Context: an optimization exercise on an open-source flow, tuned for small area and a short achievable clock period. The choices shown serve that exercise and are no tape-out recipe. Function was checked by simulation only, so behaviour that the tests miss may differ from the original. Power is estimated from default activity; no workload was simulated.

==> flow/design.v (excerpt) <==
module flt_rank_det (
    input  wire        clk,
    input  wire        rst,
    input  wire        sync,
    input  wire        cfg_rank_en,
    input  wire [4:0]  cfg_win,
    input  wire [4:0]  cfg_k,
    input  wire        cfg_suppress,
    input  wire [15:0] cfg_settle_base,
    input  wire [4:0]  cfg_pk_log2,
    input  wire [4:0]  cfg_rms_log2,
    input  wire [3:0]  cfg_atk,
    input  wire [3:0]  cfg_dcy,
    input  wire        in_valid,
    input  wire [15:0] in_data,
    output reg         out_valid,
    output reg  [15:0] out_data,
    output reg         out_settling,
    output reg         env_valid,
    output wire [15:0] env,
    output reg         env_ok,
    output reg         pk_valid,
    output wire [15:0] pk,
    output wire        pk_ok,
    output reg         rms_valid,
    output wire [15:0] rms,
    output wire        rms_ok
);
    integer i;
    wire restart = rst | sync;
    wire [3:0] win_i = cfg_win[4] ? 4'd15 :
                       (cfg_win < 5'd3) ? 4'd3 :
                       cfg_win[0] ? cfg_win[3:0] : cfg_win[3:0] - 4'd1;
    wire [4:0] pk_i  = (cfg_pk_log2 < 5'd4) ? 5'd4 :
                       (cfg_pk_log2 > 5'd16) ? 5'd16 : cfg_pk_log2;
    wire [4:0] rms_i = (cfg_rms_log2 < 5'd4) ? 5'd4 :
                       (cfg_rms_log2 > 5'd16) ? 5'd16 : cfg_rms_log2;
    reg        c_rank_en;
    reg [3:0]  win;           
    reg [14:3] inw_r;         
    reg [4:0]  c_k;
    reg [3:0]  km1;           
    reg        c_sup;
    reg [4:0]  pk_n;          
    reg [4:0]  rms_n;         
    reg [3:0]  c_atk;
    reg [3:0]  c_dcy;
    always @(posedge clk) begin
        if (restart) begin
            c_rank_en <= cfg_rank_en;
            win       <= win_i;
            for (i = 3; i < 15; i = i + 1)
                inw_r[i] <= (i < win_i);
            c_k       <= cfg_k;
            c_sup     <= cfg_suppress;
            pk_n      <= pk_i;
            rms_n     <= rms_i;
            c_atk     <= cfg_atk;
            c_dcy     <= cfg_dcy;
        end
    end
    wire [14:0] inw = {inw_r, 3'b111};
    reg [15:0] xa;
    reg        va;
    reg        r1;
    always @(posedge clk) begin
        xa <= in_data;
        va <= in_valid;
        r1 <= restart;
  ...
export LEC_CHECK = 0
export ABC_AREA = 1
export CAP_MARGIN = 20
export CORE_MARGIN = 2
export CORE_UTILIZATION = 58
export CTS_CLUSTER_DIAMETER = 60
export CTS_CLUSTER_SIZE = 30
export SLEW_MARGIN = 20
create_clock -name core_clock -period 15.0 [get_ports {clk}]
standard.sh (not shown) runs the stock make flow with config.mk's settings and CLKGATE_MAP_FILE= SYNTH_SCRIPT=/design/flow/synth_recipe.tcl, a recipe that flattens the netlist after the stock synthesis.
==> flow/flow/run.sh <==
#!/bin/bash
# Standard synthesis, then the standard ORFS layout steps with:
# - port buffers of a plain buffer cell (buf_2) rather than the default,
set -euo pipefail
bash standard.sh synth > synth.log 2>&1
bash standard.sh SETUP_SLACK_MARGIN=10.6 TNS_END_PERCENT=100 \
    "BUFFER_PORTS_ARGS=-buffer_cell sky130_fd_sc_hd__buf_2" finish > layout.log 2>&1
The starting point completed with no timing, DRC or antenna violations.
Rerun with:
--- a/flow/design.v
+++ b/flow/design.v
@@ -206,34 +206,28 @@
             end
             for (s = 1; s < 16; s = s * 2)
                 for (k = 0; k < 16; k = k + 2 * s) begin
                     g[k] = g[k+s] | (e[k+s] & g[k]);
                     e[k] = e[k+s] & e[k];
                 end
             gt16 = g[0];
         end
     endfunction
-    reg  [15:0] e_hi;         
-    reg  [14:0] e_lo;         
-    reg         e_c;
-    wire        rising  = gt16({mag, ~e_c}, e_hi);
-    wire signed [31:0] env_d = $signed({1'b0, mag, ~e_c, 15'd0}) - $signed({1'b0, e_hi, e_lo});
+    reg  [30:0] e_b;
+    wire [30:0] xb      = {mag, 1'b1, 15'd0};
+    wire        rising  = gt16({mag, 1'b1}, e_b[30:15]);
+    wire signed [31:0] env_d = $signed({1'b0, xb}) - $signed({1'b0, e_b});
     wire signed [31:0] st_a = env_d >>> c_atk;
     wire signed [31:0] st_d = env_d >>> c_dcy;
-    wire [30:0] st      = rising ? st_a[30:0] : st_d[30:0];
-    wire [15:0] n_lo    = {1'b0, e_lo} + {1'b0, st[14:0]};
-    wire [16:0] n_hx    = {e_hi, 1'b1} + {st[30:15], e_c};    
-    wire [15:0] n_hi    = n_hx[16:1];
-    reg  [14:0] env_r;
-    reg         env_up;       
-    reg         env_ok_p;
-    wire [15:0] e_top   = e_hi + {15'd0, e_c};
-    assign env = {1'b0, env_r};
+    wire [30:0] e_a     = e_b + st_a[30:0];
+    wire [30:0] e_d     = e_b + st_d[30:0];
+    wire [30:0] e_next  = rising ? e_a : e_d;
+    assign env = {1'b0, e_b[30:16]};
     reg  [14:0] pk_acc;
     reg         pk_bok;
     reg         pk_first;
     assign pk    = {1'b0, pk_acc};
     assign pk_ok = pk_bok;
     reg  [22:0] s_lo;
     reg  [22:0] s_hi;
     reg         s_c;
     reg         rms_bok;
@@ -692,36 +686,29 @@
     wire ts223;
     wire tc224;
     assign ts223 = tc168 ^ acc_m[29];
     assign tc224 = tc168 & acc_m[29];
     assign tr_s = {acc_m[45], acc_m[44], acc_m[43], acc_m[42], acc_m[41], acc_m[40], acc_m[39], acc_m[38], acc_m[37], acc_m[36], acc_m[35], acc_m[34], acc_m[33], acc_m[32], acc_m[31], tc224, tc222, tc220, tc218, tc216, tc214, tc212, tc210, tc208, tc206, tc204, tc202, tc200, tc198, tc196, tc194, tc192, tc190, tc188, tc186, tc184, tc182, tc180, tc178, tc176, tc174, tc172, tc170, ts169, acc_m[1], msq[0]};
     assign tr_c = {1'b0, 1'b0, 1'b0, 1'b0, 1'b0, 1'b0, 1'b0, 1'b0, 1'b0, 1'b0, 1'b0, 1'b0, 1'b0, 1'b0, 1'b0, acc_m[30], ts223, ts221, ts219, ts217, ts215, ts213, ts211, ts209, ts207, ts205, ts203, ts201, ts199, ts197, ts195, ts193, ts191, ts189, ts187, ts185, ts183, ts181, ts179, ts177, ts175, ts173, ts171, acc_m[2], 1'b0, acc_m[0]};
     always @(posedge clk) begin
         {s_c, s_lo} <= {1'b0, tr_s[22:0]} + {1'b0, tr_c[22:0]};
         s_hi        <= tr_s[45:23] + tr_c[45:23];
-        env_up    <= dv & ~r1;
-        env_valid <= env_up & ~r1 & ~restart;
-        env_r     <= e_top[15:1];
-        env_ok    <= env_ok_p;
+        env_valid <= dv & ~r1 & ~restart;
         pk_valid  <= dv & d_pklast & ~r1 & ~restart;
         sq_ld     <= dv & d_rmslast & ~r1;
         if (r1) begin
-            e_hi      <= 16'd1;
-            e_lo      <= 15'd0;
-            e_c       <= 1'b0;
+            e_b       <= 31'h0000_8000;
             pk_first  <= 1'b1;
             rms_first <= 1'b1;
             rms_more  <= 1'b0;
         end else if (dv) begin
-            e_hi      <= n_hi;
-            e_lo      <= n_lo[14:0];
-            e_c       <= n_lo[15];
-            env_ok_p  <= !d_settling;
+            e_b       <= e_next;
+            env_ok    <= !d_settling;
             pk_first  <= d_pklast;
             rms_first <= d_rmslast;
             rms_more  <= !d_rmslast;
             if (pk_first || mag > pk_acc)
                 pk_acc <= mag;
             if (pk_first)
                 pk_bok <= !d_settling;
             if (rms_first)
                 rms_bok <= !d_settling;
Outcome: Fmax goes up slightly; total power goes down by a few percent; hold slack degrades by 0.011 ns; design area goes down by a few percent; final cell count goes down slightly; clock-buffer cell count goes down by 15; setup slack improves by 0.040 ns; via count goes down slightly; core utilization goes down by 0.61 points; sequential power goes down by a few percent.

what the ideal ports hide:
Ports are ideal in the flow. The routed layouts listed here were re-timed in OpenROAD.
Step 1 assumes that a clkbuf_16 drives the clock port and a buf_2 every other input.
Step 2 moves the port delays by t, midway between the first and last clock arrival at a register: inputs arrive t later, outputs are due t later. That takes back most of the time a late clock gives input paths.
Slacks: ideal ports / drivers / drivers and shift; pairs: ideal ports / drivers.
run | t, ns | setup slack, ns | cell pins on the clock port's net
the first run | 0.700 | 10.587 / 10.518 / 10.379 | 1
the second run | 0.735 | 10.627 / 10.554 / 10.507 | 1
After both steps every run listed still meets setup and hold. For the first run, which loses most, drivers alone change the setup slack by -0.069 ns; drivers and shift together by -0.208 ns.
